Background: an optimization exercise with open tools, aiming at small area, a short achievable clock period and few clock cycles per item. Do not read the settings as production practice.
In this exercise RTL edits were held to simulation tests only and were not proved equivalent to the original.
Power and IR drop assume default switching activity.

## t4_block_enc
module t4_block_enc (
    input  wire         clk,
    input  wire         rst,           
    input  wire         in_valid,
    output wire         in_ready,
    input  wire [63:0]  in_data,       
    input  wire         in_sat,        
    output wire         out_valid,
    input  wire         out_ready,
    output wire [15:0]  out_header,    
    output wire [127:0] out_codes,     
    output wire         out_flush,     
    output wire [5:0]   out_clipped    
);
clock: 14.0 ns
lec_check: 0
cap_margin: 60
core_margin: 2
core_utilization: 40
place_density: 0.6
slew_margin: 60
run.sh (not shown) runs the stock make flow with config.mk's settings and CLKGATE_MAP_FILE= SYNTH_SCRIPT=/design/flow/synth_recipe.tcl, a recipe that flattens the netlist after the stock synthesis.
The starting point finished clean.
Testbench counts at the start, summed over its fixed seeds: cycles 17,448, items 512.
Edit:
--- a/flow/design.v
+++ b/flow/design.v
@@ -130,97 +130,120 @@
                           (dstep != 3'd0) ? ((dstep == 3'd7) ? 3'd0 : dstep + 3'd1) :
                           (v0 & l0 & bg0) ? 3'd1 : 3'd0;
     reg         s_d1, s_d2, s_dn;
     always @(posedge clk) begin
         s_d1  <= (dstep_n == 3'd1);
         s_d2  <= (dstep_n == 3'd2);
         s_dn  <= (dstep_n >= 3'd3);
     end
     wire [69:0] Vx  = {{4{V[65]}}, V};
     wire [69:0] opA = L;
-    wire [69:0] opB = s_d1 ? ~Vx : (s_d2 ? ~{L[65:0], 4'd0} : {Vx[66:0], 3'd0});
-    wire        cin = ~s_dn;
+    reg         s_sg;
+    wire [69:0] v8s = {Vx[66:0], 3'd0};                      
+    wire [69:0] opB = s_d1 ? ~Vx : (s_d2 ? ~{L[65:0], 4'd0} : (s_sg ? ~v8s : v8s));
+    wire        cin = s_d1 | s_d2 | s_sg;
     reg  [69:0] pg_g, pg_p, dsum;
     integer     lv, bi;
     always @* begin
         pg_g = opA & opB;
         pg_p = opA ^ opB;
         pg_g[0] = pg_g[0] | (pg_p[0] & cin);
         for (lv = 0; lv < 7; lv = lv + 1)
             for (bi = 69; bi >= 0; bi = bi - 1)
                 if (bi[lv]) begin
                     pg_g[bi] = pg_g[bi] | (pg_p[bi] & pg_g[((bi >> lv) << lv) - 1]);
                     pg_p[bi] = pg_p[bi] & pg_p[((bi >> lv) << lv) - 1];
                 end
         dsum = (opA ^ opB) ^ {pg_g[68:0], cin};
     end
     always @(posedge clk) begin
         dstep <= dstep_n;
         if (s_d1) V <= dsum[65:0];
         if (s_d2) L <= dsum;
         if (s_dn) begin
-            if (!dsum[69]) L <= {dsum[68:0], 1'b0};
-            else           L <= {L[68:0], 1'b0};
+            L  <= {dsum[68:0], 1'b0};
             dq <= {dq[3:0], ~dsum[69]};
         end
+        s_sg <= s_dn & dsum[69];
         if (v0 && dstep == 3'd0) begin
             if (f0) begin
                 V <= neg0 ? 66'd0 : {3'b000, x0[62:0]};
                 L <= neg0 ? {{6{1'b1}}, x0} : 70'd0;
             end else begin
                 if (gtV) V <= {3'b000, x0[62:0]};
                 if (ltL) L <= {{6{x0[63]}}, x0};
             end
         end
         if (v0) begin
             smark <= f0 ? s0 : (smark | s0);
             if (l0) begin
                 blk_smark <= f0 ? s0 : (smark | s0);
                 blk_big   <= bg0;
             end
         end
     end
     wire [62:0] ya   = x0[62:0] ^ {63{neg0}};
     wire        nz32 = ~|ya[62:31];
-    wire [62:0] na1  = nz32 ? {ya[30:0], {32{neg0}}} : ya;
-    wire        nz16 = ~|na1[62:47];
-    wire [62:0] na2  = nz16 ? {na1[46:0], {16{neg0}}} : na1;
+    wire        nz16 = nz32 ? ~|ya[30:15] : ~|ya[62:47];
+    reg  [20:0] na2t;            
+    always @* begin
+        case ({nz32, nz16})
+        2'b00:   na2t = ya[62:42];
+        2'b01:   na2t = ya[46:26];
+        2'b10:   na2t = ya[30:10];
+        default: na2t = {ya[14:0], {6{neg0}}};
+        endcase
+    end
     reg  [20:0] nb;              
     reg         nbo, nba;        
     reg  [1:0]  nbz;
     reg         ndn;             
     reg  [5:0]  nlo;             
     reg         neg1, v1, f1, l1;
     always @(posedge clk) begin
-        nb   <= na2[62:42];
+        nb   <= na2t;
         case ({nz32, nz16})
         2'b00: begin nbo <= |ya[41:0]; nba <= &ya[41:0]; end
         2'b01: begin nbo <= |ya[25:0]; nba <= &ya[25:0]; end
         2'b10: begin nbo <= |ya[9:0];  nba <= &ya[9:0];  end
         default: begin nbo <= 1'b0;    nba <= 1'b1;      end
         endcase
         nbz  <= {nz32, nz16};
         ndn  <= ~|ya[62:5];
         nlo  <= {1'b0, ya[4:0]} + {5'd0, neg0};
         neg1 <= neg0;
         f1   <= f0;
         l1   <= l0;
         v1   <= v0 & ~rst;
     end
     wire        nz8  = ~|nb[20:13];
-    wire [20:0] nc3  = nz8 ? {nb[12:0], {8{neg1}}} : nb;
-    wire        nz4  = ~|nc3[20:17];
-    wire [20:0] nc4  = nz4 ? {nc3[16:0], {4{neg1}}} : nc3;
+    wire        nz4  = nz8 ? ~|nb[12:9] : ~|nb[20:17];
+    reg  [20:0] nc4;             
+    always @* begin
+        case ({nz8, nz4})
+        2'b00:   nc4 = nb;
+        2'b01:   nc4 = {nb[16:0], {4{neg1}}};
+        2'b10:   nc4 = {nb[12:0], {8{neg1}}};
+        default: nc4 = {nb[8:0], {12{neg1}}};
+        endcase
+    end
     wire        nz2  = ~|nc4[20:19];
-    wire [20:0] nc5  = nz2 ? {nc4[18:0], {2{neg1}}} : nc4;
-    wire        nz1  = ~nc5[20];
-    wire [20:0] nc6  = nz1 ? {nc5[19:0], neg1} : nc5;
+    wire        nz1  = nz2 ? ~nc4[18] : ~nc4[20];
+    reg  [20:0] nc6;             
+    always @* begin
+        case ({nz2, nz1})
+        2'b00:   nc6 = nc4;
+        2'b01:   nc6 = {nc4[19:0], neg1};
+        2'b10:   nc6 = {nc4[18:0], {2{neg1}}};
+        default: nc6 = {nc4[17:0], {3{neg1}}};
+        endcase
+    end
     wire [5:0]  fpy  = 6'd62 - {nbz, nz8, nz4, nz2, nz1};
     wire [4:0]  wy   = nc6[20:16];
     wire        bor  = (|nc6[15:0]) | nbo;
     wire        band = (&nc6[15:0]) & nba;
     wire        cy   = neg1 & band;
     wire [5:0]  wy1  = {1'b0, wy} + {5'd0, cy};
     reg  [5:0]  fp;
     reg  [4:0]  fm5;
     reg         fst;
     always @* begin
Result: The changed run completed without violations. Final area came out higher by 1.8%. Sequential share of layout area came out lower by 0.69 points. Core utilization decreases by 0.32 points. Worst hold slack got worse by 0.024 ns. Final cell count rose by 5.3%. Synthesized area grows by 2.0%. Routed wire length is higher by 8.4%. Clock power barely changes.
Testbench counts after the change, summed over its fixed seeds: cycles 17,448, items 512.

what the ideal ports hide:
The results above use ideal ports. As a check the final layouts listed here were re-extracted and re-timed, cells and wires unchanged.
Step 1 assumes that a clkbuf_16 drives the clock port and a buf_2 every other input.
Step 2, shift: input delay + t, output delay - t, t = (earliest + latest rising clock arrival at the registers) / 2. This alone moves slack from input paths to output paths.
a / b / c = ideal / step 1 / step 2; a / b = the first two.
run	t (ns)	setup WS [ns]	worst hold slack (ns)	worst setup path after step 2	clock arrival spread, ns
the first run	0.790	8.056 / 8.056 / 8.056	0.324 / 0.324 / 0.324	register to register	0.087 / 0.088
the second run	0.802	7.906 / 7.906 / 7.906	0.300 / 0.300 / 0.300	register to register	0.095 / 0.094
After both steps setup and hold are still met in every run listed.
